Context: an optimization exercise on an open-source flow, tuned for small area, a short achievable clock period and few clock cycles per item. The choices shown serve that exercise and are no tape-out recipe.
In this exercise RTL edits were held to simulation tests only and were not proved equivalent to the original.

===== design/flow/config.mk =====
export PLATFORM = sky130hd
export DESIGN_NAME = shake_chain
export DESIGN_NICKNAME = shake_chain
export VERILOG_FILES = /design/flow/design.v
export SDC_FILE = /design/flow/constraint.sdc
export NUM_CORES = 4
export LEC_CHECK = 0
export CAP_MARGIN = 40
export CORE_MARGIN = 2
export CORE_UTILIZATION = 25
export PLACE_DENSITY = 0.35
export SLEW_MARGIN = 40

===== design/flow/constraint.sdc =====
create_clock -name core_clock -period 6.0 [get_ports {clk}]
set_input_delay 1.2000 -clock core_clock [delete_from_list [all_inputs] [get_ports {clk}]]
set_output_delay 1.2000 -clock core_clock [all_outputs]
set_load 0.01 [all_outputs]

===== design/flow/run.sh =====
#!/bin/bash
# synth_recipe.tcl (not shown) runs the flow's synth.tcl, then flattens the netlist and writes it again
# the make line also repeats each setting of config.mk as NAME=value (left out here)
make -C /OpenROAD-flow-scripts/flow DESIGN_CONFIG=/design/flow/config.mk WORK_HOME=/design/flow/orfs CLKGATE_MAP_FILE= SYNTH_SCRIPT=/design/flow/synth_recipe.tcl finish

===== design/flow/design.v =====
module keccak_round (
    input  wire [1599:0] s_in,
    input  wire [4:0]    round,
    output wire [1599:0] s_out
);
    function automatic integer rho_off(input integer x, input integer y);
        case (x + 5 * y)
            0:  rho_off = 0;   1:  rho_off = 1;   2:  rho_off = 62;  3:  rho_off = 28;  4:  rho_off = 27;
            5:  rho_off = 36;  6:  rho_off = 44;  7:  rho_off = 6;   8:  rho_off = 55;  9:  rho_off = 20;
            10: rho_off = 3;   11: rho_off = 10;  12: rho_off = 43;  13: rho_off = 25;  14: rho_off = 39;
            15: rho_off = 41;  16: rho_off = 45;  17: rho_off = 15;  18: rho_off = 21;  19: rho_off = 8;
            20: rho_off = 18;  21: rho_off = 2;   22: rho_off = 61;  23: rho_off = 56;  24: rho_off = 14;
            default: rho_off = 0;
        endcase
    endfunction
    reg [63:0] rc;
    always @* begin
        case (round)
            5'd0: rc = 64'h0000000000000001;
            5'd1: rc = 64'h0000000000008082;
            5'd2: rc = 64'h800000000000808a;
            5'd3: rc = 64'h8000000080008000;
            5'd4: rc = 64'h000000000000808b;
            5'd5: rc = 64'h0000000080000001;
            5'd6: rc = 64'h8000000080008081;
            5'd7: rc = 64'h8000000000008009;
            5'd8: rc = 64'h000000000000008a;
            5'd9: rc = 64'h0000000000000088;
            5'd10: rc = 64'h0000000080008009;
            5'd11: rc = 64'h000000008000000a;
            5'd12: rc = 64'h000000008000808b;
            5'd13: rc = 64'h800000000000008b;
            5'd14: rc = 64'h8000000000008089;
            5'd15: rc = 64'h8000000000008003;
            5'd16: rc = 64'h8000000000008002;
            5'd17: rc = 64'h8000000000000080;
            5'd18: rc = 64'h000000000000800a;
            5'd19: rc = 64'h800000008000000a;
            5'd20: rc = 64'h8000000080008081;
            5'd21: rc = 64'h8000000000008080;
            5'd22: rc = 64'h0000000080000001;
            5'd23: rc = 64'h8000000080008008;
            default: rc = 64'h0;
        endcase
    end
    wire [63:0] a [0:24];
    wire [63:0] c [0:4];
    wire [63:0] d [0:4];
    wire [63:0] b [0:24];
    wire [63:0] o [0:24];
    genvar x, y;
    generate
        for (x = 0; x < 25; x = x + 1) begin : g_in
            assign a[x] = s_in[64*x +: 64];
        end
        for (x = 0; x < 5; x = x + 1) begin : g_c
            assign c[x] = a[x] ^ a[x+5] ^ a[x+10] ^ a[x+15] ^ a[x+20];
        end
        for (x = 0; x < 5; x = x + 1) begin : g_d
            assign d[x] = c[(x+4)%5] ^ {c[(x+1)%5][62:0], c[(x+1)%5][63]};
        end
        for (x = 0; x < 5; x = x + 1) begin : g_rpx
            for (y = 0; y < 5; y = y + 1) begin : g_rpy
                if (rho_off(x, y) == 0) begin : g_r0
                    assign b[y + 5*((2*x+3*y)%5)] = a[x+5*y] ^ d[x];
                end else begin : g_rn
                    wire [63:0] t = a[x+5*y] ^ d[x];
                    assign b[y + 5*((2*x+3*y)%5)] = {t[63-rho_off(x, y):0], t[63:64-rho_off(x, y)]};
                end
            end
        end
        for (x = 0; x < 5; x = x + 1) begin : g_chx
            for (y = 0; y < 5; y = y + 1) begin : g_chy
                if (x == 0 && y == 0) begin : g_iota
                    assign o[0] = b[0] ^ (~b[1] & b[2]) ^ rc;
                end else begin : g_chi
                    assign o[x+5*y] = b[x+5*y] ^ (~b[(x+1)%5+5*y] & b[(x+2)%5+5*y]);
                end
            end
        end
        for (x = 0; x < 25; x = x + 1) begin : g_out
            assign s_out[64*x +: 64] = o[x];
        end
    endgenerate
endmodule
module shake_chain (
    input  wire         clk,
    input  wire         rst,
    input  wire         in_valid,
    output wire         in_ready,
    input  wire [63:0]  in_data,
    input  wire [3:0]   in_nbytes,   
    input  wire         in_last,
    input  wire         in_org,      
    output wire         out_valid,
    input  wire         out_ready,
    output wire [255:0] out_hash,
    output wire [31:0]  out_n
);
    reg  [1087:0] bbuf;
    reg  [4:0]    wcnt;       
    reg           full;       
    reg           wfirst;     
    reg           fill;       
    reg           padp;       
    reg           b_org;      
    reg           b_first;    
    reg           b_final;    
    wire consume;
    wire       wr_open  = !full || consume;
    assign     in_ready = wr_open && !fill;
    wire       in_fire  = in_valid && in_ready;
    wire       wr_fill  = wr_open && fill;
    wire       we       = in_fire || wr_fill;
    wire       first_b  = in_fire && wfirst;
    wire [4:0] wbase    = full ? 5'd0 : wcnt;
    wire [4:0] wpos     = (first_b && !in_org) ? 5'd4 : wbase;
    wire       w_end    = (wpos == 5'd16);
    wire       full8    = (in_nbytes == 4'd8);
    wire       fin_w    = wr_fill || (in_last && !full8);
    reg [63:0] data_p;
    integer i;
    always @* begin
        for (i = 0; i < 8; i = i + 1)
            data_p[8*i +: 8] = (!in_last || (i < in_nbytes)) ? in_data[8*i +: 8] :
                               ((i == in_nbytes) ? 8'h1F : 8'h00);
    end
    wire [63:0] wsrc0 = fill ? {59'd0, {5{padp}}} : data_p;
    wire [63:0] wsrc  = {wsrc0[63] ^ (w_end && fin_w), wsrc0[62:0]};
    always @(posedge clk) begin
        if (we)
            bbuf <= {wsrc, bbuf[1087:64]};
    end
    always @(posedge clk) begin
        if (rst) begin
            wcnt    <= 5'd0;
            full    <= 1'b0;
            wfirst  <= 1'b1;
            fill    <= 1'b0;
            padp    <= 1'b0;
            b_org   <= 1'b0;
            b_first <= 1'b0;
            b_final <= 1'b0;
        end else begin
            if (we) begin
                wcnt <= wpos + 5'd1;
                full <= w_end;
                if (wpos == 5'd0 || first_b)
                    b_first <= first_b;
                if (first_b)
                    b_org <= in_org;
                if (w_end)
                    b_final <= fin_w;
            end else if (consume) begin
                wcnt <= 5'd0;
                full <= 1'b0;
            end
            if (in_fire) begin
                wfirst <= in_last;
                if (in_last) begin
                    fill <= !w_end || full8;
                    padp <= full8;
                end
            end else if (wr_fill) begin
                padp <= 1'b0;
                if (w_end) fill <= 1'b0;
            end
        end
    end
    reg  [1599:0] st;
    reg  [4:0]    rnd;
    reg           busy;       
    reg           cur_final;  
    reg           cur_org;    
    reg           outv;
    reg           hzero;      
    reg  [31:0]   num;
    wire r_last  = (rnd == 5'd23);
    wire nxt_pkt = full && b_first && !b_org;
    wire c_run   = busy && r_last && (cur_final ? nxt_pkt : full);
    wire c_idle  = !busy && full && (!b_org || !outv);
    assign consume = c_run || c_idle;
    wire stall   = (r_last && !cur_final && !full) || (outv && !out_ready);
    wire hold    = busy ? stall : !c_idle;
    wire hold03  = hold || (c_idle && !b_org && !hzero);
    wire kp03    = busy;
    wire kp_rest = busy && !(r_last && cur_final);
    wire mv03    = consume && !(b_first && !b_org);
    wire mv_mid  = consume;
    wire [1599:0] rnd_out;
    keccak_round u_round (
        .s_in  (st),
        .round (rnd),
        .s_out (rnd_out)
    );
    always @(posedge clk) begin
        if (!hold03)
            st[255:0] <= (rnd_out[255:0] & {256{kp03}}) ^ (bbuf[255:0] & {256{mv03}});
        if (!hold) begin
            st[1087:256]  <= (rnd_out[1087:256] & {832{kp_rest}}) ^ (bbuf[1087:256] & {832{mv_mid}});
            st[1599:1088] <= rnd_out[1599:1088] & {512{kp_rest}};
        end
    end
    always @(posedge clk) begin
        if (rst) begin
            rnd       <= 5'd0;
            busy      <= 1'b0;
            cur_final <= 1'b0;
            cur_org   <= 1'b0;
            outv      <= 1'b0;
            hzero     <= 1'b1;
            num       <= 32'd0;
        end else begin
            if (outv && out_ready) outv <= 1'b0;
            if (consume) begin
                cur_final <= b_final;
                if (b_first) cur_org <= b_org;
            end
            if (busy) begin
                if (!stall) begin
                    rnd <= r_last ? 5'd0 : rnd + 5'd1;
                    if (r_last && cur_final) begin
                        outv  <= 1'b1;
                        hzero <= 1'b0;
                        num   <= cur_org ? 32'd0 : num + 32'd1;
                        busy  <= c_run;
                    end
                end
            end else if (c_idle) begin
                busy <= 1'b1;
                rnd  <= 5'd0;
            end
        end
    end
    assign out_valid = outv;
    assign out_hash  = st[255:0];
    assign out_n     = num;
endmodule

==> flow_metrics.py, run 1 <==
metrics = {
    "grt": {
        "grt_util_all_layers_pct": 30.5,
        "overflow": 0,
        "grt_antenna_before_repair": 170,
        "grt_pass1_vias": 105000,
        "grt_start_max_net_pins": 126,
        "grt_pass1_wl_mm": 1390,
    },
    "synthesis": {
        "synthDistinctLibCells": 70,
        "yosysWarnings": 2,
        "yosysSeqAreaShare_pct": 45.1,
        "synth_edf_count": 2688,
        "synthAdderAreaFrac_pct": 0.0689,
        "synth_top_family_by_area": "XOR/XNOR gates",
        "synth-async-reset-ratio_pct": 0,
        "synth_xor_area_share_pct": 41.1,
        "synth.net_count": 13700,
        "avgSynthCellArea_sq_um": 13.3,
        "synth_compound_area_share_pct": 0.598,
        "yosys.area_share.simple_pct": 11.3,
        "synth_ff_type": "edfxtp_1",
        "ys_ff_latch": 2749,
        "netlist_instances": 13600,
        "synth.area.mux_share_pct": 0.0338,
        "syn_area_sq_um": 182000,
    },
    "clocking": {
        "hold_buffers": 0,
        "cts_made_buffers": 376,
        "cts_resized": 0,
        "tritoncts": "done",
        "htreeDepth": 5,
        "path_clk_slew_ns": 0.07,
        "clock_path_buffers": 4,
        "clock_sinks": 2749,
        "root_buffer": "clkbuf_16",
        "insertion_delay_ns": 1.13,
        "cts_setup_buffers": 0,
    },
    "sta": {
        "finalClockSkew_ns": 0.100,
        "relSlewSlack_pct": 27.1,
        "tns_ns": 0,
        "slew_viol_final": 0,
        "grt_setup_unrepaired": "false",
        "setup_viol": 0,
        "timing.fmax_mhz": 222,
        "final.period_utilization_pct": 75.1,
        "tightest_slew_ns": 1.09,
        "setup_slack_ns": 1.49,
        "fin_crit_ns": 4.51,
        "hold_viol_final": 0,
    },
    "final_layout": {
        "multi_input_area_sq_um": 99900,
        "fin_nets": 14400,
        "seq_area_sq_um": 81900,
        "n_fill_cell": 73500,
        "drive_above_1_share_pct": 13.6,
        "area_growth_pct": 18.5,
        "stdcell_count": 24300,
    },
    "status": {
        "run_status": "timing/DRC/antenna clean",
    },
    "critical_path": {
        "rrSetupSlack_ns": 1.93,
        "endpoint": "in_ready",
        "path_class": "register to output pin",
        "worstPathMaxFanout": 12,
        "timing.rr.end": "bbuf[45]",
        "worstReg2RegStart": "full",
        "critical_path_arrival_ns": 3.31,
        "r2r_cells": 11,
        "crit_start": "full",
        "end_kind": "output pin",
        "cp.required_ns": 4.80,
        "worst_setup_path_start_kind": "register",
    },
    "die": {
        "io_pins": 364,
        "start_util_pct": 25.0,
        "core-area_sq_um": 725000,
        "die_x_um": 856,
        "die_h_um": 856,
        "num_rows": 313,
        "die-area_sq_um": 733000,
    },
    "placement": {
        "dp_hpwl_mm": 986,
        "io_buffers": 363,
        "dp_slack_ns": 1.63,
        "place.gp.congestion": 1.03,
        "dp_cells": 23600,
    },
    "routing": {
        "num_vias": 114000,
        "via_per_inst": 4.67,
        "drtAntennaViolNets": 0,
        "drtIter0Drc": 16600,
        "drc": 0,
        "drt_wl_total_mm": 1150,
        "routedWlPerCell_um": 47.3,
        "dr.pass1.iters": 5,
    },
    "run": {
        "drv_cap": 0,
    },
    "min_path": {
        "hp-class": "register to register",
    },
}
## cell usage in the layout (no fill, tap or decap), types with 59 or more instances in the layout
cell / n
diode_2: 86
and2_1: 138
clkbuf_1: 84
nor2_1: 1574
xor2_1: 558
edfxtp_1: 2688
clkdlybuf4s50_1: 360
nand2_1: 1471
nand2b_1: 970
xnor2_1: 2993
xnor3_2: 264
clkinv_1: 101
clkbuf_16: 377
xnor2_4: 319
clkinv_2: 64
buf_4: 487
xnor2_2: 122
xnor3_1: 1099
dfxtp_1: 59
nor2b_1: 224
xor2_2: 90
## cell type report
type	instances	area share, %
multi-input combinational	10300	46.5
sequential	2749	38.1
tap	9607	5.59
clock buffer	461	4.53
timing repair buffer	925	4.13
clock inverter	230	1.07
antenna	86	0.100
inverter	12	0.0227
## flip-flops by register name, summed over array words and instances, names as in the netlist, 5 cells and up
name	cells
st	1600
bbuf	1088
u_round.rc	7
rnd	5
wcnt	5
num	32
## routing by layer
| layer | global-route usage, % | up-vias | wire (um) |
|---|---|---|---|
| met4 | 17.2 | 78 | 80700 |
| met2 | 44.1 | 5249 | 478000 |
| met5 | 0 | - | 556 |
| li1 | - | 46800 | - |
| met3 | 7.88 | 1074 | 97000 |
| met1 | 41.3 | 60400 | 495000 |
## Yosys cell counts, drive strengths merged (7+ instances only)
| master | number | area share, % |
|---|---|---|
| edfxtp | 2688 | 44 |
| inv | 12 | 0.025 |
| and4 | 7 | 0.034 |
| nand2b | 972 | 3.3 |
| a21oi | 50 | 0.14 |
| xor3 | 104 | 1.4 |
| a21o | 17 | 0.070 |
| o21a | 22 | 0.091 |
| xnor2 | 3434 | 19 |
| dfxtp | 61 | 0.67 |
| and2 | 138 | 0.48 |
| nor2 | 1580 | 3.3 |
| clkbuf | 277 | 0.57 |
| and3 | 7 | 0.024 |
| nor2b | 226 | 0.78 |
| buf | 305 | 1.2 |
| nand3 | 27 | 0.074 |
| ha | 10 | 0.069 |
| nand2 | 1474 | 3.0 |
| o21ai | 39 | 0.11 |
| xor2 | 686 | 3.3 |
| nand4 | 11 | 0.038 |
| or3 | 24 | 0.083 |
| xnor3 | 1368 | 17 |
## critical path, cell delays in order, from the launching register on
cell and delay [ns]:
dfxtp_1 0.66, nand2b_1 0.20, nor2_1 0.25, a41oi_1 0.08, buf_4 0.23, a21oi_1 0.19, clkdlybuf4s50_1 0.58
## kinds of logic after synthesis
| kind of cell | Yosys count |
|---|---|
| adder cells (fa/ha/maj) | 10 |
| flip-flops | 2749 |
| XOR/XNOR | 5592 |
| multiplexers | 6 |
| buffers and inverters | 594 |
| AND/OR/NAND/NOR | 4492 |
| AO/OA/AOI/OAI | 169 |
## worst min-delay path by stage
stage | from | depth (start not counted) | to
after floorplan | bbuf[64] | 0 | bbuf[0]
after global placement | bbuf[176] | 0 | bbuf[112]
after detailed placement | bbuf[193] | 0 | bbuf[129]
after CTS | bbuf[749] | 0 | bbuf[685]
after global routing | bbuf[936] | 0 | bbuf[872]
final | bbuf[934] | 0 | bbuf[870]
## metrics by stage
step           hold WS [ns]  util (%)  area [sq um]
4_1_cts               0.410      29.6        215000
3_3_place_gp          0.429      27.6        200000
3_5_place_dp          0.431      27.9        203000
6_report              0.401      29.7        215000
2_1_floorplan         0.426         -        182000
5_1_grt               0.418      29.6        215000
Testbench counts, summed over its fixed seeds: cycles 14,936, bytes 74,081.
==> inputs of run 2 (changes only) <==
--- a/design/flow/design.v
+++ b/design/flow/design.v
@@ -1,3 +1,19 @@
+module keccak_theta_d (
+    input  wire [1599:0] s_in,
+    output wire [319:0]  d_out
+);
+    wire [63:0] c [0:4];
+    genvar x;
+    generate
+        for (x = 0; x < 5; x = x + 1) begin : g_c
+            assign c[x] = s_in[64*x +: 64] ^ s_in[64*(x+5) +: 64] ^ s_in[64*(x+10) +: 64] ^
+                          s_in[64*(x+15) +: 64] ^ s_in[64*(x+20) +: 64];
+        end
+        for (x = 0; x < 5; x = x + 1) begin : g_d
+            assign d_out[64*x +: 64] = c[(x+4)%5] ^ {c[(x+1)%5][62:0], c[(x+1)%5][63]};
+        end
+    endgenerate
+endmodule
 module keccak_round (
     input  wire [1599:0] s_in,
     input  wire [4:0]    round,
@@ -44,20 +60,18 @@
         endcase
     end
     wire [63:0] a [0:24];
-    wire [63:0] c [0:4];
     wire [63:0] d [0:4];
     wire [63:0] b [0:24];
     wire [63:0] o [0:24];
+    wire [319:0] d_all;
+    keccak_theta_d u_theta (.s_in(s_in), .d_out(d_all));
     genvar x, y;
     generate
         for (x = 0; x < 25; x = x + 1) begin : g_in
             assign a[x] = s_in[64*x +: 64];
         end
-        for (x = 0; x < 5; x = x + 1) begin : g_c
-            assign c[x] = a[x] ^ a[x+5] ^ a[x+10] ^ a[x+15] ^ a[x+20];
-        end
         for (x = 0; x < 5; x = x + 1) begin : g_d
-            assign d[x] = c[(x+4)%5] ^ {c[(x+1)%5][62:0], c[(x+1)%5][63]};
+            assign d[x] = d_all[64*x +: 64];
         end
         for (x = 0; x < 5; x = x + 1) begin : g_rpx
             for (y = 0; y < 5; y = y + 1) begin : g_rpy
@@ -106,15 +120,14 @@
     reg           b_org;      
     reg           b_first;    
     reg           b_final;    
+    reg           rdy;        
     wire consume;
-    wire       wr_open  = !full || consume;
-    assign     in_ready = wr_open && !fill;
-    wire       in_fire  = in_valid && in_ready;
-    wire       wr_fill  = wr_open && fill;
+    assign     in_ready = rdy;
+    wire       in_fire  = in_valid && rdy;
+    wire       wr_fill  = fill && !full;
     wire       we       = in_fire || wr_fill;
     wire       first_b  = in_fire && wfirst;
-    wire [4:0] wbase    = full ? 5'd0 : wcnt;
-    wire [4:0] wpos     = (first_b && !in_org) ? 5'd4 : wbase;
+    wire [4:0] wpos     = (first_b && !in_org) ? 5'd4 : wcnt;
     wire       w_end    = (wpos == 5'd16);
     wire       full8    = (in_nbytes == 4'd8);
     wire       fin_w    = wr_fill || (in_last && !full8);
@@ -131,6 +144,20 @@
         if (we)
             bbuf <= {wsrc, bbuf[1087:64]};
     end
+    reg full_n, fill_n;
+    always @* begin
+        full_n = full;
+        fill_n = fill;
+        if (we)
+            full_n = w_end;
+        else if (consume)
+            full_n = 1'b0;
+        if (in_fire) begin
+            if (in_last) fill_n = !w_end || full8;
+        end else if (wr_fill) begin
+            if (w_end) fill_n = 1'b0;
+        end
+    end
     always @(posedge clk) begin
         if (rst) begin
             wcnt    <= 5'd0;
@@ -141,10 +168,13 @@
             b_org   <= 1'b0;
             b_first <= 1'b0;
             b_final <= 1'b0;
+            rdy     <= 1'b1;
         end else begin
+            full <= full_n;
+            fill <= fill_n;
+            rdy  <= !full_n && !fill_n;
             if (we) begin
                 wcnt <= wpos + 5'd1;
-                full <= w_end;
                 if (wpos == 5'd0 || first_b)
                     b_first <= first_b;
                 if (first_b)
@@ -153,17 +183,12 @@
                     b_final <= fin_w;
             end else if (consume) begin
                 wcnt <= 5'd0;
-                full <= 1'b0;
             end
             if (in_fire) begin
                 wfirst <= in_last;
-                if (in_last) begin
-                    fill <= !w_end || full8;
-                    padp <= full8;
-                end
+                if (in_last) padp <= full8;
             end else if (wr_fill) begin
                 padp <= 1'b0;
-                if (w_end) fill <= 1'b0;
             end
         end
     end
--- a/design/flow/config.mk
+++ b/design/flow/config.mk
@@ -10,3 +10,4 @@
 export CORE_UTILIZATION = 25
 export PLACE_DENSITY = 0.35
 export SLEW_MARGIN = 40
+export SYNTH_HIERARCHICAL = 1
==> flow_metrics.py, run 2 <==
metrics = {
    "placement": {
        "dp_hpwl_mm": 978,
        "place_area_sq_um": 196000,
        "dp_cells": 23300,
        "place.gp.congestion": 1.06,
        "io_buffers": 363,
    },
    "clocking": {
        "hold_buffers": 0,
        "tritoncts": "done",
        "cts_resized": 0,
        "clock_sinks": 2743,
        "cts_made_buffers": 373,
        "clock_path_buffers": 4,
        "path_clk_slew_ns": 0.06,
        "htreeDepth": 5,
        "root_buffer": "clkbuf_16",
        "insertion_delay_ns": 1.10,
        "cts_setup_buffers": 0,
    },
    "critical_path": {
        "rrSetupSlack_ns": 1.87,
        "end_kind": "output pin",
        "critical_path_arrival_ns": 2.95,
        "max_stage_delay_ns": 1.08,
        "worstReg2RegStart": "rnd[4]",
        "cp.required_ns": 4.80,
        "slowest_stage": "clkdlybuf4s50_1",
        "worstPathMaxFanout": 3,
        "worst_setup_path_start_kind": "register",
        "r2r_cells": 8,
        "path_buf_inv": 1,
        "timing.rr.end": "st[275]",
        "path_class": "register to output pin",
        "path_cells": "clkdlybuf4s50_1",
        "path_delay_family": "buffers and inverters",
    },
    "die": {
        "die-area_sq_um": 674000,
        "die_x_um": 821,
        "start_util_pct": 25.1,
        "die_h_um": 821,
        "core-area_sq_um": 666000,
        "num_rows": 300,
        "io_pins": 364,
    },
    "sta": {
        "relSlewSlack_pct": 28.2,
        "grt_setup_unrepaired": "false",
        "slew_viol_final": 0,
        "finalClockSkew_ns": 0.0792,
        "tns_ns": 0,
        "timing.hold.ws_ns": 0.383,
        "final.period_utilization_pct": 69.2,
        "tightest_slew_ns": 1.07,
        "timing.fmax_mhz": 241,
        "hold_viol_final": 0,
        "fin_crit_ns": 4.15,
        "setup_viol": 0,
    },
    "grt": {
        "overflow": 0,
        "grt_start_max_net_pins": 130,
        "grt_pass1_wl_mm": 1370,
        "grt_util_all_layers_pct": 32.5,
        "grt_pass1_vias": 106000,
        "grt_antenna_before_repair": 166,
    },
    "final_layout": {
        "area_growth_pct": 24.8,
        "reg.largest.list": "st x1600, bbuf x1088, num x32",
        "multi_input_area_sq_um": 91800,
        "n_fill_cell": 67400,
        "drive_above_1_share_pct": 19.8,
        "largest_reg_flops": 1600,
        "utilization_pct": 31.3,
        "regMostFlops": "st",
        "fin_nets": 14800,
        "seq_area_sq_um": 81800,
        "design_area_sq_um": 208000,
        "stdcell_count": 24000,
        "layout_common_cells": "edfxtp_1 (2688), xnor2_1 (2558), nand2_1 (1970)",
        "final_common_cell": "edfxtp_1",
    },
    "synthesis": {
        "ys_ff_latch": 2743,
        "synth_top_area_cell": "edfxtp_1",
        "netlist_instances": 14000,
        "synth_top_area_share_pct": 48.3,
        "yosysWarnings": 9,
        "synthTopCellsByArea": "edfxtp_1 (48%), xnor2_1 (19%), xor2_1 (6.8%)",
        "synth-async-reset-ratio_pct": 0,
        "synth_edf_count": 2688,
        "yosysMostFrequentCell": "xnor2_1",
        "yosysSeqAreaShare_pct": 49.0,
        "syn_area_sq_um": 167000,
        "synthDistinctLibCells": 66,
        "synth_ff_type": "edfxtp_1",
        "avgSynthCellArea_sq_um": 12.0,
        "synth.net_count": 14000,
        "ys_top_cells_by_count": "xnor2_1 (3650), edfxtp_1 (2688), nand2_1 (1970), nor2b_1 (1591), xor2_1 (1300)",
    },
    "routing": {
        "drt_wl_total_mm": 1130,
        "drc": 0,
        "num_vias": 112000,
        "routedWlPerCell_um": 47.0,
        "via_per_inst": 4.68,
        "dr.pass1.iters": 5,
        "drtIter0Drc": 15100,
        "drtAntennaViolNets": 0,
    },
    "min_path": {
        "hp-class": "register to register",
        "hold_depth": 0,
        "hold_end": "bbuf[372]",
        "hold_start": "bbuf[436]",
    },
    "run": {
        "drv_cap": 0,
    },
    "status": {
        "run_status": "timing/DRC/antenna clean",
    },
}
==> run 2: layout make-up <==
cell class	instances	area share [%]
clock buffer	457	4.70
sequential	2743	39.3
antenna	63	0.0757
clock inverter	200	0.832
inverter	19	0.0378
tap	8909	5.35
timing repair buffer	1340	5.64
multi-input combinational	10300	44.1
==> run 2: worst max path at each step <==
| stage | startpoint | end | slack, ns | depth (start not counted) |
|---|---|---|---|---|
| 2_1_floorplan | out_ready | st[1000] | -16.31 | 4 |
| 3_3_place_gp | in_valid | bbuf[476] | 1.16 | 6 |
| 3_5_place_dp | out_ready | st[438] | 1.59 | 8 |
| 4_1_cts | st[201] | out_hash[201] | 1.83 | 1 |
| 5_1_grt | rnd[1] | st[275] | 1.79 | 9 |
| 6_report | st[201] | out_hash[201] | 1.85 | 1 |
==> run 2: routing by layer <==
layer | GRT usage [%] | wire (um) | vias to the layer above | share of wire [%]
li1 | - | - | 46800 | -
met1 | 42.2 | 469000 | 59200 | 42
met2 | 48.5 | 481000 | 4819 | 43
met3 | 8.41 | 91600 | 1195 | 8.1
met4 | 19.9 | 85900 | 86 | 7.6
met5 | 0 | 623 | - | 0.055
==> run 2: logic make-up (layout without fill, tap and decap cells) <==
| family | count (synthesis) | after routing | share of synthesized area, % |
|---|---|---|---|
| XOR/XNOR | 5594 | 5594 | 33.4 |
| AND/OR/NAND/NOR | 4511 | 4511 | 13.7 |
| flip-flops | 2743 | 2743 | 49.0 |
| buffers and inverters | 948 | 2016 | 3.17 |
| AO/OA/AOI/OAI | 138 | 138 | 0.563 |
| adder cells (fa/ha/maj) | 12 | 12 | 0.0899 |
| multiplexers | 5 | 5 | 0.0330 |
| other | 0 | 63 | 0 |
==> run 2: per-module statistics from Yosys (local to each module, per instance) <==
module	flip-flops and latches	cells
keccak_round	0	5186
keccak_theta_d	0	1280
shake_chain	2743	7485
==> run 2: stage by stage <==
step                      worst slack [ns]
after floorplan                     -16.31
after global placement                1.16
after detailed placement              1.59
after CTS                             1.83
after global routing                  1.79
final                                 1.85
Testbench counts of run 2, summed over its fixed seeds: cycles 14,936, bytes 74,081.
==> inputs of run 3 (changes only) <==
--- a/design/flow/config.mk
+++ b/design/flow/config.mk
@@ -9,5 +9,6 @@
 export CORE_MARGIN = 2
 export CORE_UTILIZATION = 25
 export PLACE_DENSITY = 0.35
+export SETUP_SLACK_MARGIN = 2.6
 export SLEW_MARGIN = 40
 export SYNTH_HIERARCHICAL = 1
==> flow_metrics.py, run 3 <==
metrics = {
    "synthesis": {
        "synthDistinctLibCells": 66,
        "synth-async-reset-ratio_pct": 0,
        "synth_edf_count": 2688,
        "ys_ff_latch": 2743,
        "synth_top_area_cell": "edfxtp_1",
        "ys_top_cells_by_count": "xnor2_1 (3650), edfxtp_1 (2688), nand2_1 (1970), nor2b_1 (1591), xor2_1 (1300)",
        "synth_ff_type": "edfxtp_1",
        "yosysWarnings": 9,
        "yosysMostFrequentCell": "xnor2_1",
        "synthTopCellsByArea": "edfxtp_1 (48%), xnor2_1 (19%), xor2_1 (6.8%)",
        "yosysSeqAreaShare_pct": 49.0,
        "synth.net_count": 14000,
        "synth_top_area_share_pct": 48.3,
        "syn_area_sq_um": 167000,
        "avgSynthCellArea_sq_um": 12.0,
        "netlist_instances": 14000,
    },
    "critical_path": {
        "rrSetupSlack_ns": 2.48,
        "crit_top_cell": "xnor2_4",
        "timing.rr.end": "st[90]",
        "path_buf_inv": 2,
        "cp.required_ns": 6.82,
        "critical_path_arrival_ns": 4.33,
        "crit_cells": 9,
        "path_class": "register to register",
        "slowest_stage": "xnor2_1",
        "crit_start": "st[1326]",
        "path_cells": "xnor2_1, xnor2_4, xnor2_4, xnor2_4, buf_12, buf_4, xnor2_1, nand2_1, xor2_1",
        "worstReg2RegStart": "st[1326]",
        "r2r_cells": 9,
        "path_delay_family": "XOR/XNOR gates",
        "worst_setup_path_start_kind": "register",
        "max_stage_delay_ns": 0.80,
        "worstPathMaxFanout": 5,
        "endpoint": "st[90]",
        "end_kind": "register",
    },
    "die": {
        "num_rows": 300,
        "die-area_sq_um": 674000,
        "core-area_sq_um": 666000,
        "start_util_pct": 25.1,
        "die_x_um": 821,
        "die_h_um": 821,
        "io_pins": 364,
    },
    "clocking": {
        "clock_sinks": 2743,
        "cts_made_buffers": 373,
        "tritoncts": "done",
        "insertion_delay_ns": 1.11,
        "path_clk_slew_ns": 0.06,
        "htreeDepth": 5,
        "clock_path_buffers": 4,
        "root_buffer": "clkbuf_16",
    },
    "sta": {
        "finalClockSkew_ns": 0.0838,
        "setup_viol": 0,
        "slew_viol_final": 0,
        "fin_crit_ns": 3.52,
        "hold_viol_final": 0,
        "grt_setup_unrepaired": "true",
        "relSlewSlack_pct": 30.7,
        "timing.fmax_mhz": 284,
        "timing.hold.ws_ns": 0.388,
        "tightest_slew_ns": 1.03,
        "setup_slack_ns": 2.48,
        "final.period_utilization_pct": 58.6,
        "tns_ns": 0,
    },
    "grt": {
        "grt_antenna_before_repair": 167,
        "grt_util_all_layers_pct": 32.6,
        "overflow": 0,
        "grt_pass1_vias": 108000,
        "grt_pass1_wl_mm": 1370,
        "grt_start_max_net_pins": 130,
    },
    "final_layout": {
        "layout_common_cells": "edfxtp_1 (2688), xnor2_1 (2470), nand2_1 (1969)",
        "reg.largest.list": "st x1600, bbuf x1088, num x32",
        "stdcell_count": 24400,
        "drive_above_1_share_pct": 22.7,
        "n_fill_cell": 67000,
        "design_area_sq_um": 215000,
        "area_growth_pct": 28.7,
        "regMostFlops": "st",
        "final_common_cell": "edfxtp_1",
        "utilization_pct": 32.3,
        "fin_nets": 15200,
        "largest_reg_flops": 1600,
    },
    "placement": {
        "dp_cells": 23300,
        "place.gp.congestion": 1.06,
        "io_buffers": 363,
        "dp_slack_ns": 1.59,
        "place_area_sq_um": 196000,
        "dp_hpwl_mm": 978,
    },
    "routing": {
        "drtIter0Drc": 15100,
        "routedWlPerCell_um": 46.4,
        "num_vias": 114000,
        "dr.pass1.iters": 10,
        "drtAntennaViolNets": 0,
        "via_per_inst": 4.67,
        "drt_wl_total_mm": 1130,
        "drc": 0,
    },
    "min_path": {
        "hp-class": "register to register",
    },
    "run": {
        "drv_cap": 0,
    },
    "status": {
        "run_status": "timing/DRC/antenna clean",
    },
}
[run 3: cell counts after synthesis]
No cell type changed its count.
[run 3: layout make-up]
type	count	area [sq um]	share of cell area [%]
Clock inverter	200	1730	0.806
Multi-Input combinational cell	10300	94600	44.0
Inverter	19	78.8	0.0367
Tap cell	8909	11100	5.19
Timing Repair Buffer	1730	15500	7.22
Sequential cell	2743	81800	38.1
Clock buffer	457	9790	4.55
Antenna cell	86	215	0.100
[run 3: how the worst min path moves through the flow]
| stage | start | cells past startpoint | endpoint |
|---|---|---|---|
| 6_report | bbuf[436] | 0 | bbuf[372] |
| 5_1_grt | bbuf[436] | 0 | bbuf[372] |
| 4_1_cts | bbuf[436] | 0 | bbuf[372] |
| 3_5_place_dp | bbuf[71] | 0 | bbuf[7] |
| 3_3_place_gp | bbuf[154] | 0 | bbuf[90] |
| 2_1_floorplan | bbuf[64] | 0 | bbuf[0] |
[run 3: logic make-up (layout without fill, tap and decap cells)]
kind of cell | after synthesis | count (layout) | synth area share, %
AND/OR/NAND/NOR | 4511 | 4511 | 13.7
adder cells (fa/ha/maj) | 12 | 12 | 0.0899
multiplexers | 5 | 5 | 0.0330
flip-flops | 2743 | 2743 | 49.0
XOR/XNOR | 5594 | 5594 | 33.4
other | 0 | 86 | 0
AO/OA/AOI/OAI | 138 | 138 | 0.563
buffers and inverters | 948 | 2406 | 3.17
[run 3: Yosys stat by module, one instance, submodules excluded]
module,cells,copies in the design
keccak_theta_d,1280,1
shake_chain,7485,1
keccak_round,5186,1
[run 3: worst reg2reg max path, delay by kind of cell (launching register included)]
family | cells | cell delay, ns
XOR/XNOR | 6 | 2.28
buffers and inverters | 2 | 0.36
flip-flops | 1 | 0.50
AND/OR/NAND/NOR | 1 | 0.12
[run 3: what timing repair did]
| action | CTS | global route |
|---|---|---|
| gates cloned | 1 | 3 |
| pin swaps | 42 | 21 |
| endpoints found under the hold margin | 0 | 0 |
| setup buffers | 343 | 43 |
| endpoints found under the setup margin | 2401 | 729 |
| gates resized for setup | 296 | 138 |
| hold buffers | 0 | 0 |
[run 3: routing by layer]
layer	track usage, %	up-vias	wire (um)
li1	-	47600	-
met1	42.3	60200	471000
met2	48.7	4928	484000
met3	8.35	1218	92000
met4	19.9	68	85300
met5	0	-	486
==> inputs of run 4 (changes only) <==
--- a/design/flow/design.v
+++ b/design/flow/design.v
@@ -125,12 +125,11 @@
     assign     in_ready = rdy;
     wire       in_fire  = in_valid && rdy;
     wire       wr_fill  = fill && !full;
-    wire       we       = in_fire || wr_fill;
     wire       first_b  = in_fire && wfirst;
     wire [4:0] wpos     = (first_b && !in_org) ? 5'd4 : wcnt;
     wire       w_end    = (wpos == 5'd16);
     wire       full8    = (in_nbytes == 4'd8);
-    wire       fin_w    = wr_fill || (in_last && !full8);
+    wire       end_beat = in_fire && w_end && in_last && !full8;
     reg [63:0] data_p;
     integer i;
     always @* begin
@@ -138,24 +137,34 @@
             data_p[8*i +: 8] = (!in_last || (i < in_nbytes)) ? in_data[8*i +: 8] :
                                ((i == in_nbytes) ? 8'h1F : 8'h00);
     end
-    wire [63:0] wsrc0 = fill ? {59'd0, {5{padp}}} : data_p;
-    wire [63:0] wsrc  = {wsrc0[63] ^ (w_end && fin_w), wsrc0[62:0]};
-    always @(posedge clk) begin
-        if (we)
-            bbuf <= {wsrc, bbuf[1087:64]};
-    end
+    wire [63:0] src = fill ? 64'd0 : data_p;
+    genvar gl;
+    generate
+        for (gl = 0; gl < 17; gl = gl + 1) begin : g_lane
+            wire en = in_fire ? (wpos == gl) : (wr_fill && wcnt <= gl);
+            wire [63:0] d;
+            if (gl == 16) begin : g_top
+                assign d = src | {(end_beat || wr_fill), 58'd0, {5{wr_fill && padp && wcnt == 5'd16}}};
+            end else begin : g_low
+                assign d = src | {59'd0, {5{wr_fill && padp && wcnt == gl}}};
+            end
+            always @(posedge clk) begin
+                if (en) bbuf[64*gl +: 64] <= d;
+            end
+        end
+    endgenerate
     reg full_n, fill_n;
     always @* begin
         full_n = full;
         fill_n = fill;
-        if (we)
+        if (in_fire) begin
             full_n = w_end;
-        else if (consume)
-            full_n = 1'b0;
-        if (in_fire) begin
             if (in_last) fill_n = !w_end || full8;
         end else if (wr_fill) begin
-            if (w_end) fill_n = 1'b0;
+            full_n = 1'b1;
+            fill_n = 1'b0;
+        end else if (consume) begin
+            full_n = 1'b0;
         end
     end
     always @(posedge clk) begin
@@ -173,22 +182,21 @@
             full <= full_n;
             fill <= fill_n;
             rdy  <= !full_n && !fill_n;
-            if (we) begin
-                wcnt <= wpos + 5'd1;
-                if (wpos == 5'd0 || first_b)
-                    b_first <= first_b;
-                if (first_b)
-                    b_org <= in_org;
-                if (w_end)
-                    b_final <= fin_w;
-            end else if (consume) begin
-                wcnt <= 5'd0;
-            end
             if (in_fire) begin
+                wcnt   <= w_end ? 5'd0 : wpos + 5'd1;
                 wfirst <= in_last;
+                if (first_b) begin
+                    b_first <= 1'b1;
+                    b_org   <= in_org;
+                end else if (wpos == 5'd0) begin
+                    b_first <= 1'b0;
+                end
+                if (w_end) b_final <= in_last && !full8;
                 if (in_last) padp <= full8;
             end else if (wr_fill) begin
-                padp <= 1'b0;
+                wcnt    <= 5'd0;
+                b_final <= 1'b1;
+                if (wcnt == 5'd0) b_first <= 1'b0;
             end
         end
     end
==> design/flow/flow/run.sh (new file) <==
#!/bin/bash
# The standard layout (standard.sh: the standard flow's synthesis and ORFS flow), with
# two changes to how it sizes cells:
#  - the ports are buffered with plain buffers (buf_2) instead of the
#    delay-type buffer buffer_ports picks by default;
#  - timing repair may swap a cell for one of another footprint.
set -euo pipefail
export BUFFER_PORTS_ARGS="-buffer_cell sky130_fd_sc_hd__buf_2"
bash standard.sh MATCH_CELL_FOOTPRINT=0 finish > standard_flow.log 2>&1
==> design/flow/standard.sh (new file) <==
#!/bin/bash
# synth_recipe.tcl (not shown) runs the flow's synth.tcl, then flattens the netlist and writes it again
# the make line also repeats each setting of config.mk as NAME=value (left out here)
make -C /OpenROAD-flow-scripts/flow DESIGN_CONFIG=/design/flow/config.mk WORK_HOME=/design/flow/orfs CLKGATE_MAP_FILE= SYNTH_SCRIPT=/design/flow/synth_recipe.tcl "${@:-finish}"
--- a/design/flow/config.mk
+++ b/design/flow/config.mk
@@ -9,6 +9,6 @@
 export CORE_MARGIN = 2
 export CORE_UTILIZATION = 25
 export PLACE_DENSITY = 0.35
-export SETUP_SLACK_MARGIN = 2.6
+export SETUP_SLACK_MARGIN = 3.0
 export SLEW_MARGIN = 40
 export SYNTH_HIERARCHICAL = 1
removed: design/flow/run.sh
==> flow_metrics.py, run 4 <==
metrics = {
    "status": {
        "run_status": "timing/DRC/antenna clean",
    },
    "final_layout": {
        "area_growth_pct": 50.3,
        "stdcell_count": 26400,
        "final_common_cell": "edfxtp_1",
        "n_fill_cell": 64500,
        "fin_nets": 17200,
        "utilization_pct": 37.7,
        "largest_reg_flops": 1600,
        "layout_common_cells": "edfxtp_1 (2688), nand2_1 (2310), xnor2_1 (1973)",
        "reg.largest.list": "st x1600, bbuf x1088, num x32",
        "regMostFlops": "st",
        "drive_above_1_share_pct": 38.6,
    },
    "die": {
        "die-area_sq_um": 677000,
        "die_h_um": 823,
        "die_x_um": 823,
        "start_util_pct": 25.1,
        "io_pins": 364,
        "num_rows": 300,
        "core-area_sq_um": 668000,
    },
    "synthesis": {
        "synth-async-reset-ratio_pct": 0,
        "ys_top_cells_by_count": "xnor2_1 (3644), edfxtp_1 (2688), nand2_1 (2329), nor2b_1 (1597), xor2_1 (1306)",
        "synthDistinctLibCells": 65,
        "synthTopCellsByArea": "edfxtp_1 (48%), xnor2_1 (19%), xor2_1 (6.8%)",
        "synth_top_area_cell": "edfxtp_1",
        "synth_top_area_share_pct": 48.2,
        "yosysWarnings": 9,
        "synth_ff_type": "edfxtp_1",
        "synth.net_count": 14200,
        "avgSynthCellArea_sq_um": 11.8,
        "synth_edf_count": 2688,
        "netlist_instances": 14200,
        "yosysSeqAreaShare_pct": 48.8,
        "syn_area_sq_um": 168000,
        "ys_ff_latch": 2743,
        "yosysMostFrequentCell": "xnor2_1",
    },
    "routing": {
        "drt_wl_total_mm": 1210,
        "via_per_inst": 4.78,
        "drc": 0,
        "num_vias": 126000,
        "drtAntennaViolNets": 0,
        "routedWlPerCell_um": 45.9,
        "drtIter0Drc": 17700,
        "dr.pass1.iters": 7,
    },
    "critical_path": {
        "cp.required_ns": 6.87,
        "path_class": "register to register",
        "end_kind": "register",
        "worstPathMaxFanout": 5,
        "rrSetupSlack_ns": 2.81,
        "worst_setup_path_start_kind": "register",
        "critical_path_arrival_ns": 4.06,
    },
    "clocking": {
        "tritoncts": "done",
        "insertion_delay_ns": 1.11,
        "clock_path_buffers": 4,
        "path_clk_slew_ns": 0.06,
        "clock_sinks": 2743,
        "root_buffer": "clkbuf_16",
        "htreeDepth": 5,
        "cts_made_buffers": 378,
    },
    "sta": {
        "relSlewSlack_pct": 26.1,
        "setup_viol": 0,
        "slew_viol_final": 0,
        "tns_ns": 0,
        "finalClockSkew_ns": 0.106,
        "final.period_utilization_pct": 53.2,
        "tightest_slew_ns": 1.11,
        "timing.fmax_mhz": 313,
        "hold_viol_final": 0,
        "grt_setup_unrepaired": "true",
        "fin_crit_ns": 3.19,
    },
    "placement": {
        "dp_hpwl_mm": 1000,
        "dp_cells": 23400,
        "place.gp.congestion": 1.08,
        "io_buffers": 363,
    },
    "grt": {
        "grt_start_max_net_pins": 144,
        "grt_antenna_before_repair": 146,
        "grt_util_all_layers_pct": 34.7,
        "overflow": 0,
        "grt_pass1_vias": 113000,
        "grt_pass1_wl_mm": 1460,
    },
    "min_path": {
        "hp-class": "register to register",
    },
    "run": {
        "drv_cap": 0,
    },
}
==> run 4: cell count changes after synthesis, sizes merged, moves of 13 or more <==
cell,delta
buf,+16
and3,+503
and2,-507
o21ai,+23
nand2,+359
clkbuf,+25
nor2,+19
nand3,-258
a21o,-13
==> run 4: modules after synthesis (local to each module, per instance) <==
module | times used | area [sq um] | cells | flops+latches
shake_chain | 1 | 109000 | 7686 | 2743
keccak_theta_d | 1 | 18000 | 1280 | 0
keccak_round | 1 | 40100 | 5186 | 0
==> run 4: final timing paths <==
kind,end,depth (start not counted),startpoint
worst min-delay path,hzero,2,hzero
worst max register to register,st[1093],9,st[461]
worst min register to register,hzero,2,hzero
worst max-delay path,st[1093],9,st[461]
==> run 4: cell families (layout without fill, tap and decap cells) <==
logic type	count (synthesis)	after routing	synth area share [%]
adders and majority gates	15	15	0.112
AOI/OAI and AO/OA	161	161	0.628
DFF	2743	2743	48.8
muxes	4	4	0.0269
other	0	113	0
buffers and inverters	985	4246	3.31
and+or+nand+nor	4650	4651	13.8
xor gates and xnor gates	5594	5594	33.3
==> run 4: final cells by class <==
type	instances	area, sq um	share of cell area [%]
Antenna cell	113	283	0.112
Clock buffer	474	9930	3.94
Clock inverter	207	1810	0.717
Inverter	15	60.1	0.0238
Multi-Input combinational cell	10400	108000	42.8
Sequential cell	2743	81800	32.5
Tap cell	8909	11100	4.42
Timing Repair Buffer	3550	39100	15.5
==> run 4: critical path, cell delays in order, from the launching register on <==
cell and delay, ns:
edfxtp_1 0.55, xnor3_2 0.56, xnor2_4 0.31, xnor2_2 0.11
buf_6 0.17, buf_12 0.14, xnor2_4 0.31, nor2b_1 0.11
xnor2_1 0.33, and3_1 0.39
==> run 4: timing repair <==
| item | in CTS | in global routing |
|---|---|---|
| setup endpoints to repair | 4440 | 1777 |
| pin swaps | 699 | 602 |
| hold buffers | 0 | 0 |
| resized for setup | 2029 | 1224 |
| setup buffers | 1490 | 688 |
| endpoints found under the hold margin | 0 | 0 |
| cloned | 10 | 17 |
==> run 4: per-layer routing <==
layer / track usage (%) / vias up / share of wire [%]
li1: - / 52200 / -
met1: 47.6 / 66700 / 42
met2: 48.3 / 6008 / 40
met3: 9.07 / 1349 / 9.8
met4: 21.6 / 66 / 8.1
met5: 0 / - / 0.040
==> run 4: per-stage QoR <==
stage	worst slack [ns]	hold WS, ns	instance area [sq um]
floorplan	-16.27	0.444	168000
global placement	1.18	0.454	190000
detailed placement	1.67	0.470	196000
CTS	2.84	0.406	238000
global route	2.85	0.505	252000
finish	2.81	0.475	252000
Testbench counts of run 4, summed over its fixed seeds: cycles 14,858, bytes 74,081.
==> inputs of run 5 (changes only) <==
==> design/flow/run.sh (new file) <==
#!/bin/bash
# synth_recipe.tcl (not shown) runs the flow's synth.tcl, then flattens the netlist and writes it again
# the make line also repeats each setting of config.mk as NAME=value (left out here)
make -C /OpenROAD-flow-scripts/flow DESIGN_CONFIG=/design/flow/config.mk WORK_HOME=/design/flow/orfs CLKGATE_MAP_FILE= SYNTH_SCRIPT=/design/flow/synth_recipe.tcl finish
==> design/flow/config.mk (replaced) <==
export PLATFORM = sky130hd
export DESIGN_NAME = shake_chain
export DESIGN_NICKNAME = shake_chain
export VERILOG_FILES = /design/flow/design.v
export SDC_FILE = /design/flow/constraint.sdc
export NUM_CORES = 4
export LEC_CHECK = 0
export CAP_MARGIN = 15
export CORE_MARGIN = 2
export CORE_UTILIZATION = 35
export CTS_BUF_LIST = sky130_fd_sc_hd__clkbuf_8
export PLACE_DENSITY = 0.5
export SETUP_SLACK_MARGIN = 2.6
export SLEW_MARGIN = 15
export SYNTH_HIERARCHICAL = 1
removed: design/flow/flow/run.sh
removed: design/flow/standard.sh
==> flow_metrics.py, run 5 <==
metrics = {
    "critical_path": {
        "end_kind": "register",
        "worstPathMaxFanout": 5,
        "critical_path_arrival_ns": 4.66,
        "path_buf_inv": 0,
        "cp.required_ns": 7.05,
        "crit_cells": 8,
        "worst_setup_path_start_kind": "register",
        "path_delay_family": "XOR/XNOR gates",
        "path_cells": "xnor3_1, xnor2_2, xnor2_4, xnor2_1, nor2b_1, xnor2_1, nand2_1, xor2_1",
        "slowest_stage": "xnor2_1",
        "r2r_cells": 8,
        "crit_top_cell": "xnor2_1",
        "path_class": "register to register",
        "max_stage_delay_ns": 0.82,
    },
    "die": {
        "core-area_sq_um": 478000,
        "die_x_um": 696,
        "num_rows": 254,
        "die-area_sq_um": 484000,
        "die_h_um": 696,
        "start_util_pct": 35.1,
        "io_pins": 364,
    },
    "synthesis": {
        "synthDistinctLibCells": 65,
        "synth_top_area_cell": "edfxtp_1",
        "synth.net_count": 14200,
        "yosysMostFrequentCell": "xnor2_1",
        "synthTopCellsByArea": "edfxtp_1 (48%), xnor2_1 (19%), xor2_1 (6.8%)",
        "synth-async-reset-ratio_pct": 0,
        "synth_top_area_share_pct": 48.2,
        "avgSynthCellArea_sq_um": 11.8,
        "synth_ff_type": "edfxtp_1",
        "netlist_instances": 14200,
        "syn_area_sq_um": 168000,
        "yosysSeqAreaShare_pct": 48.8,
        "synth_edf_count": 2688,
        "ys_ff_latch": 2743,
        "yosysWarnings": 9,
        "ys_top_cells_by_count": "xnor2_1 (3644), edfxtp_1 (2688), nand2_1 (2329), nor2b_1 (1597), xor2_1 (1306)",
    },
    "final_layout": {
        "fin_nets": 15600,
        "area_growth_pct": 26.1,
        "multi_input_area_sq_um": 94800,
        "largest_reg_flops": 1600,
        "reg.largest.list": "st x1600, bbuf x1088, num x32",
        "regMostFlops": "st",
        "seq_area_sq_um": 81800,
        "drive_above_1_share_pct": 23.7,
        "layout_common_cells": "edfxtp_1 (2688), xnor2_1 (2485), nand2_1 (2323)",
        "n_fill_cell": 44800,
        "final_common_cell": "edfxtp_1",
    },
    "clocking": {
        "clock_path_buffers": 4,
        "clock_sinks": 2743,
        "tritoncts": "done",
        "insertion_delay_ns": 1.36,
        "htreeDepth": 6,
        "path_clk_slew_ns": 0.06,
        "hold_buffers": 0,
        "cts_made_buffers": 558,
        "root_buffer": "clkbuf_8",
    },
    "grt": {
        "grt_antenna_before_repair": 180,
        "grt_util_all_layers_pct": 46.8,
        "overflow": 0,
        "grt_pass1_vias": 111000,
        "grt_pass1_wl_mm": 1400,
        "grt_start_max_net_pins": 152,
    },
    "status": {
        "run_status": "timing/DRC/antenna clean",
    },
    "sta": {
        "tightest_slew_ns": 1.30,
        "timing.fmax_mhz": 277,
        "final.period_utilization_pct": 60.1,
        "hold_viol_final": 0,
        "timing.hold.ws_ns": 0.470,
        "relSlewSlack_pct": 13.0,
        "slew_viol_final": 0,
        "setup_viol": 0,
        "tns_ns": 0,
        "grt_setup_unrepaired": "true",
        "finalClockSkew_ns": 0.0924,
        "fin_crit_ns": 3.61,
        "setup_slack_ns": 2.39,
    },
    "routing": {
        "dr.pass1.iters": 7,
        "num_vias": 124000,
        "drtAntennaViolNets": 0,
        "drt_wl_total_mm": 1160,
        "routedWlPerCell_um": 51.5,
        "drc": 0,
        "via_per_inst": 5.49,
        "drtIter0Drc": 19900,
    },
    "run": {
        "drv_cap": 0,
    },
    "placement": {
        "place.gp.congestion": 1.08,
        "io_buffers": 363,
        "dp_hpwl_mm": 959,
        "dp_slack_ns": 1.14,
    },
    "min_path": {
        "hp-class": "register to register",
        "hold_depth": 2,
    },
}
-- run 5: Yosys stat by module, one instance, submodules excluded --
module / times used / flip-flops and latches / area, sq um
keccak_round: 1 / 0 / 40100
keccak_theta_d: 1 / 0 / 18000
shake_chain: 1 / 2743 / 109000
-- run 5: metrics by stage --
step                      utilization (%)  instances  cell area (sq um)
after global routing                 44.2      22400             211000
final                                44.2      22500             211000
after floorplan                         -      14200             168000
after global placement               39.4      20900             188000
after detailed placement             39.4      20900             188000
after CTS                            43.5      22300             208000
-- run 5: layout make-up --
class	count	area share [%]
inverters	15	0.0284
flip-flops and latches	2743	38.7
well taps	6400	3.79
multi-input cells	10400	44.9
repair buffers	1783	7.73
clock inverters	414	1.01
clock buffers	567	3.69
diodes	140	0.166
-- run 5: routing by layer --
metal	up-vias	track usage (%)	wire, um
li1	49000	-	-
met1	64700	59.0	442000
met2	7935	64.5	464000
met3	1837	16.1	136000
met4	50	38.3	115000
met5	-	0.290	377
-- run 5: worst reg2reg max path: cells and delay by family (launching register included) --
| family | cells | cell delay (ns) |
|---|---|---|
| flops | 1 | 0.56 |
| xor+xnor | 6 | 2.48 |
| simple gates | 2 | 0.35 |
-- run 5: what timing repair did --
action | in CTS | in global routing
pin swaps | 31 | 49
gates resized for setup | 1270 | 242
endpoints found under the hold margin | 0 | 0
endpoints found under the setup margin | 3126 | 487
buffers inserted | 390 | 68
cloned | 4 | 0
-- run 5: final timing paths --
check	from	endpoint	slack, ns
setup reg to reg	st[363]	st[472]	2.39
hold / removal	hzero	hzero	0.47
setup / recovery	st[363]	st[472]	2.39
hold reg to reg	hzero	hzero	0.47
-- run 5: cell families after synthesis --
kind of cell | Yosys count | share of synthesized area (%)
xor gates and xnor gates | 5594 | 33.3
AOI/OAI and AO/OA | 161 | 0.628
adders and majority gates | 15 | 0.112
DFF | 2743 | 48.8
and+or+nand+nor | 4650 | 13.8
muxes | 4 | 0.0269
buffers and inverters | 985 | 3.31
==> inputs of run 6 (changes only) <==
--- a/design/flow/design.v
+++ b/design/flow/design.v
@@ -17,7 +17,12 @@
 module keccak_round (
     input  wire [1599:0] s_in,
     input  wire [4:0]    round,
-    output wire [1599:0] s_out
+    input  wire [1087:0] m,         
+    input  wire          kp03,      
+    input  wire          kp_rest,   
+    input  wire          mv03,      
+    input  wire          mv_mid,    
+    output wire [1599:0] s_out      
 );
     function automatic integer rho_off(input integer x, input integer y);
         case (x + 5 * y)
@@ -85,10 +90,27 @@
         end
         for (x = 0; x < 5; x = x + 1) begin : g_chx
             for (y = 0; y < 5; y = y + 1) begin : g_chy
-                if (x == 0 && y == 0) begin : g_iota
-                    assign o[0] = b[0] ^ (~b[1] & b[2]) ^ rc;
-                end else begin : g_chi
-                    assign o[x+5*y] = b[x+5*y] ^ (~b[(x+1)%5+5*y] & b[(x+2)%5+5*y]);
+                localparam integer L = x + 5 * y;
+                wire kp = (L < 4) ? kp03 : kp_rest;
+                wire [63:0] g;
+                kc_and3b u_g (.an(b[(x+1)%5+5*y]), .b(b[(x+2)%5+5*y]), .c({64{kp}}), .y(g));
+                if (L < 17) begin : g_abs
+                    wire mv = (L < 4) ? mv03 : mv_mid;
+                    wire [63:0] mm_n;    
+                    wire [63:0] p_n;     
+                    wire [63:0] q;
+                    if (L == 0) begin : g_rc
+                        assign mm_n = ~((m[63:0] & {64{mv}}) ^ (rc & {64{kp}}));
+                    end else begin : g_norc
+                        assign mm_n = ~(m[64*L +: 64] & {64{mv}});
+                    end
+                    kc_nand2 u_p (.a(b[L]), .b({64{kp}}), .y(p_n));
+                    kc_xor2  u_q (.a(p_n), .b(mm_n), .y(q));
+                    kc_xor2  u_o (.a(q), .b(g), .y(o[L]));
+                end else begin : g_cap
+                    wire [63:0] p_n;
+                    kc_nand2 u_p (.a(b[L]), .b({64{kp}}), .y(p_n));
+                    kc_xnor2 u_o (.a(p_n), .b(g), .y(o[L]));
                 end
             end
         end
@@ -96,6 +118,18 @@
             assign s_out[64*x +: 64] = o[x];
         end
     endgenerate
+endmodule
+module kc_and3b (input wire [63:0] an, input wire [63:0] b, input wire [63:0] c, output wire [63:0] y);
+    assign y = ~an & b & c;
+endmodule
+module kc_nand2 (input wire [63:0] a, input wire [63:0] b, output wire [63:0] y);
+    assign y = ~(a & b);
+endmodule
+module kc_xor2 (input wire [63:0] a, input wire [63:0] b, output wire [63:0] y);
+    assign y = a ^ b;
+endmodule
+module kc_xnor2 (input wire [63:0] a, input wire [63:0] b, output wire [63:0] y);
+    assign y = ~(a ^ b);
 endmodule
 module shake_chain (
     input  wire         clk,
@@ -220,19 +254,22 @@
     wire kp_rest = busy && !(r_last && cur_final);
     wire mv03    = consume && !(b_first && !b_org);
     wire mv_mid  = consume;
-    wire [1599:0] rnd_out;
+    wire [1599:0] nxt;
     keccak_round u_round (
-        .s_in  (st),
-        .round (rnd),
-        .s_out (rnd_out)
+        .s_in    (st),
+        .round   (rnd),
+        .m       (bbuf),
+        .kp03    (kp03),
+        .kp_rest (kp_rest),
+        .mv03    (mv03),
+        .mv_mid  (mv_mid),
+        .s_out   (nxt)
     );
     always @(posedge clk) begin
         if (!hold03)
-            st[255:0] <= (rnd_out[255:0] & {256{kp03}}) ^ (bbuf[255:0] & {256{mv03}});
-        if (!hold) begin
-            st[1087:256]  <= (rnd_out[1087:256] & {832{kp_rest}}) ^ (bbuf[1087:256] & {832{mv_mid}});
-            st[1599:1088] <= rnd_out[1599:1088] & {512{kp_rest}};
-        end
+            st[255:0] <= nxt[255:0];
+        if (!hold)
+            st[1599:256] <= nxt[1599:256];
     end
     always @(posedge clk) begin
         if (rst) begin
==> design/flow/flow/run.sh (new file) <==
#!/bin/bash
# The standard layout (standard.sh: the standard flow's synthesis and ORFS flow), with
# two changes to how it sizes cells:
#  - the ports are buffered with plain buffers (buf_2) instead of the
#    delay-type buffer buffer_ports picks by default;
#  - timing repair may swap a cell for one of another footprint.
set -euo pipefail
export BUFFER_PORTS_ARGS="-buffer_cell sky130_fd_sc_hd__buf_2"
bash standard.sh MATCH_CELL_FOOTPRINT=0 finish > standard_flow.log 2>&1
==> design/flow/standard.sh (new file) <==
#!/bin/bash
# synth_recipe.tcl (not shown) runs the flow's synth.tcl, then flattens the netlist and writes it again
# the make line also repeats each setting of config.mk as NAME=value (left out here)
make -C /OpenROAD-flow-scripts/flow DESIGN_CONFIG=/design/flow/config.mk WORK_HOME=/design/flow/orfs CLKGATE_MAP_FILE= SYNTH_SCRIPT=/design/flow/synth_recipe.tcl "${@:-finish}"
==> design/flow/config.mk (replaced) <==
export PLATFORM = sky130hd
export DESIGN_NAME = shake_chain
export DESIGN_NICKNAME = shake_chain
export VERILOG_FILES = /design/flow/design.v
export SDC_FILE = /design/flow/constraint.sdc
export NUM_CORES = 4
export LEC_CHECK = 0
export CAP_MARGIN = 40
export CORE_MARGIN = 2
export CORE_UTILIZATION = 25
export PLACE_DENSITY = 0.35
export SETUP_SLACK_MARGIN = 2.75
export SLEW_MARGIN = 40
export SYNTH_HIERARCHICAL = 1
removed: design/flow/run.sh
==> flow_metrics.py, run 6 <==
metrics = {
    "status": {
        "run_status": "timing/DRC/antenna clean",
    },
    "clocking": {
        "root_buffer": "clkbuf_16",
        "cts_made_buffers": 372,
        "insertion_delay_ns": 1.10,
        "tritoncts": "done",
        "htreeDepth": 5,
        "clock_path_buffers": 4,
        "path_clk_slew_ns": 0.06,
        "clock_sinks": 2743,
    },
    "sta": {
        "final.period_utilization_pct": 57.4,
        "hold_viol_final": 0,
        "setup_viol": 0,
        "grt_setup_unrepaired": "true",
        "setup_slack_ns": 2.56,
        "tightest_slew_ns": 1.01,
        "fin_crit_ns": 3.44,
        "timing.fmax_mhz": 291,
        "tns_ns": 0,
        "relSlewSlack_pct": 32.7,
        "finalClockSkew_ns": 0.0687,
        "slew_viol_final": 0,
    },
    "critical_path": {
        "critical_path_arrival_ns": 4.31,
        "end_kind": "register",
        "path_cells": "xnor3_1, xnor2_2, xnor2_1, buf_4, xor2_1, and3b_1, xor2_1",
        "max_stage_delay_ns": 0.62,
        "worst_setup_path_start_kind": "register",
        "crit_top_cell": "xor2_1",
        "worstPathMaxFanout": 5,
        "cp.required_ns": 6.87,
        "slowest_stage": "edfxtp_1",
        "path_class": "register to register",
    },
    "synthesis": {
        "yosysSeqAreaShare_pct": 48.5,
        "synthDistinctLibCells": 67,
        "synth-async-reset-ratio_pct": 0,
        "synth_top_area_share_pct": 47.8,
        "synth_top_area_cell": "edfxtp_1",
        "avgSynthCellArea_sq_um": 12.1,
        "netlist_instances": 13900,
        "synthTopCellsByArea": "edfxtp_1 (48%), xor2_1 (21%), and3b_1 (8.3%)",
        "synth.net_count": 14000,
        "synthAdderAreaFrac_pct": 0.111,
        "synth_compound_area_share_pct": 0.578,
        "ys_ff_latch": 2743,
        "synth_top_family_by_area": "XOR/XNOR gates",
        "yosys.area_share.simple_pct": 15.4,
        "yosysWarnings": 9,
        "synth_edf_count": 2688,
        "synth.area.mux_share_pct": 0.0386,
        "synth_xor_area_share_pct": 33.1,
        "syn_area_sq_um": 169000,
        "synth_ff_type": "edfxtp_1",
        "ys_top_cells_by_count": "xor2_1 (3971), nand2_1 (2834), edfxtp_1 (2688), and3b_1 (1600), xnor2_1 (987)",
        "yosysMostFrequentCell": "xor2_1",
    },
    "final_layout": {
        "area_growth_pct": 30.2,
        "drive_above_1_share_pct": 23.7,
        "reg.largest.list": "st x1600, bbuf x1088, num x32",
        "fin_nets": 15200,
        "final_common_cell": "xor2_1",
        "largest_reg_flops": 1600,
        "layout_common_cells": "xor2_1 (2971), nand2_1 (2833), edfxtp_1 (2688)",
        "regMostFlops": "st",
    },
    "grt": {
        "grt_util_all_layers_pct": 31.8,
        "grt_start_max_net_pins": 155,
        "overflow": 0,
        "grt_pass1_wl_mm": 1360,
        "grt_antenna_before_repair": 269,
        "grt_pass1_vias": 109000,
    },
    "run": {
        "drv_cap": 0,
    },
    "routing": {
        "dr.pass1.iters": 6,
        "drc": 0,
        "num_vias": 119000,
        "drtAntennaViolNets": 0,
        "via_per_inst": 4.85,
        "drt_wl_total_mm": 1120,
        "routedWlPerCell_um": 45.7,
        "drtIter0Drc": 16300,
    },
    "placement": {
        "dp_slack_ns": 1.53,
        "io_buffers": 363,
        "place.gp.congestion": 1.02,
        "dp_hpwl_mm": 919,
    },
    "min_path": {
        "hp-class": "register to register",
    },
    "die": {
        "die_x_um": 825,
        "start_util_pct": 25.1,
        "io_pins": 364,
        "core-area_sq_um": 672000,
        "die-area_sq_um": 681000,
        "num_rows": 301,
        "die_h_um": 825,
    },
}
run 6: cells by family after synthesis:
logic type / count (synthesis)
xor+xnor: 5598
simple gates: 4663
flops: 2743
buf+inv: 760
compound gates: 149
fa+ha+maj: 15
mux: 6
run 6: final cells by class:
cell class | instances | area (sq um)
fillers | 67000 | 453000
multi-input cells | 10400 | 99700
flip-flops and latches | 2743 | 81800
repair buffers | 1531 | 15000
well taps | 8938 | 11200
clock buffers | 483 | 9860
clock inverters | 186 | 1440
diodes | 179 | 448
inverters | 19 | 101
repair inverters | 1 | 8.76
run 6: worst max-delay path, delay by kind of cell, from the launching register on:
kind | cells | cell delay (ns)
xor+xnor | 5 | 1.98
buf+inv | 1 | 0.24
flops | 1 | 0.62
simple gates | 1 | 0.41
run 6: worst paths after layout:
path	from	endpoint	slack, ns	cells past startpoint
setup / recovery	st[187]	st[425]	2.56	7
hold reg to reg	hzero	hzero	0.47	2
setup reg to reg	st[187]	st[425]	2.56	7
hold / removal	hzero	hzero	0.47	2
run 6: modules after synthesis, one instance, submodules excluded:
module	times used	area, sq um	flip-flops and latches
kc_xor2	34	561	0
keccak_round	1	20300	0
shake_chain	1	86800	2743
kc_and3b	25	561	0
kc_xnor2	8	561	0
keccak_theta_d	1	18000	0
kc_nand2	25	240	0
run 6: repair_timing:
action	CTS	global route
hold buffers	0	0
gates cloned	11	7
resized for setup	622	181
endpoints found under the setup margin	2528	929
buffers inserted	271	97
pin swaps	114	57
run 6: through the flow:
stage	instances	utilization, %	hold WS, ns	area, sq um
2_1_floorplan	13900	-	0.437	169000
3_3_place_gp	23200	28.0	0.462	188000
3_5_place_dp	23300	29.0	0.467	195000
4_1_cts	24200	32.1	0.475	216000
5_1_grt	24300	32.6	0.494	219000
6_report	24500	32.7	0.468	220000
run 6: layer usage:
metal  track usage, %  routed length [um]  up-vias
met4             19.7               84800       88
met3             9.78              110000     1379
met1             40.5              448000    62900
met2             47.0              475000     5951
li1                 -                   -    48500
met5                0                1040        -
Testbench counts of run 6, summed over its fixed seeds: cycles 14,858, bytes 74,081.

what the ideal ports hide:
No port has a modelled driver above. Below, the same layouts with a new extraction and two added sets of constraints.
Step 1 assumes that a clkbuf_16 drives the clock port and a buf_2 every other input.
Step 2, shift: input delay + t, output delay - t, t = (earliest + latest rising clock arrival at the registers) / 2. This alone moves slack from input paths to output paths.
Slacks: ideal ports / drivers / drivers and shift; pairs: ideal ports / drivers.
run	t (ns)	slack for setup (ns)	latest minus earliest clock arrival (ns)	slew at the worst register clock pin (ns)
run 1	1.236	1.494 / 1.341 / 1.448	0.103 / 0.103	0.07 / 0.07
run 2	1.203	1.847 / 1.701 / 1.420	0.086 / 0.086	0.08 / 0.08
run 3	1.207	2.484 / 2.484 / 1.730	0.085 / 0.085	0.08 / 0.08
run 4	1.202	2.810 / 2.788 / 1.794	0.107 / 0.106	0.07 / 0.07
run 5	1.435	2.394 / 2.341 / 1.277	0.098 / 0.098	0.07 / 0.07
run 6	1.200	2.559 / 2.559 / 1.717	0.071 / 0.071	0.08 / 0.08
After both steps every run listed still meets setup and hold. For run 5, which loses most, drivers alone change the setup slack by -0.053 ns; drivers and shift together by -1.117 ns.
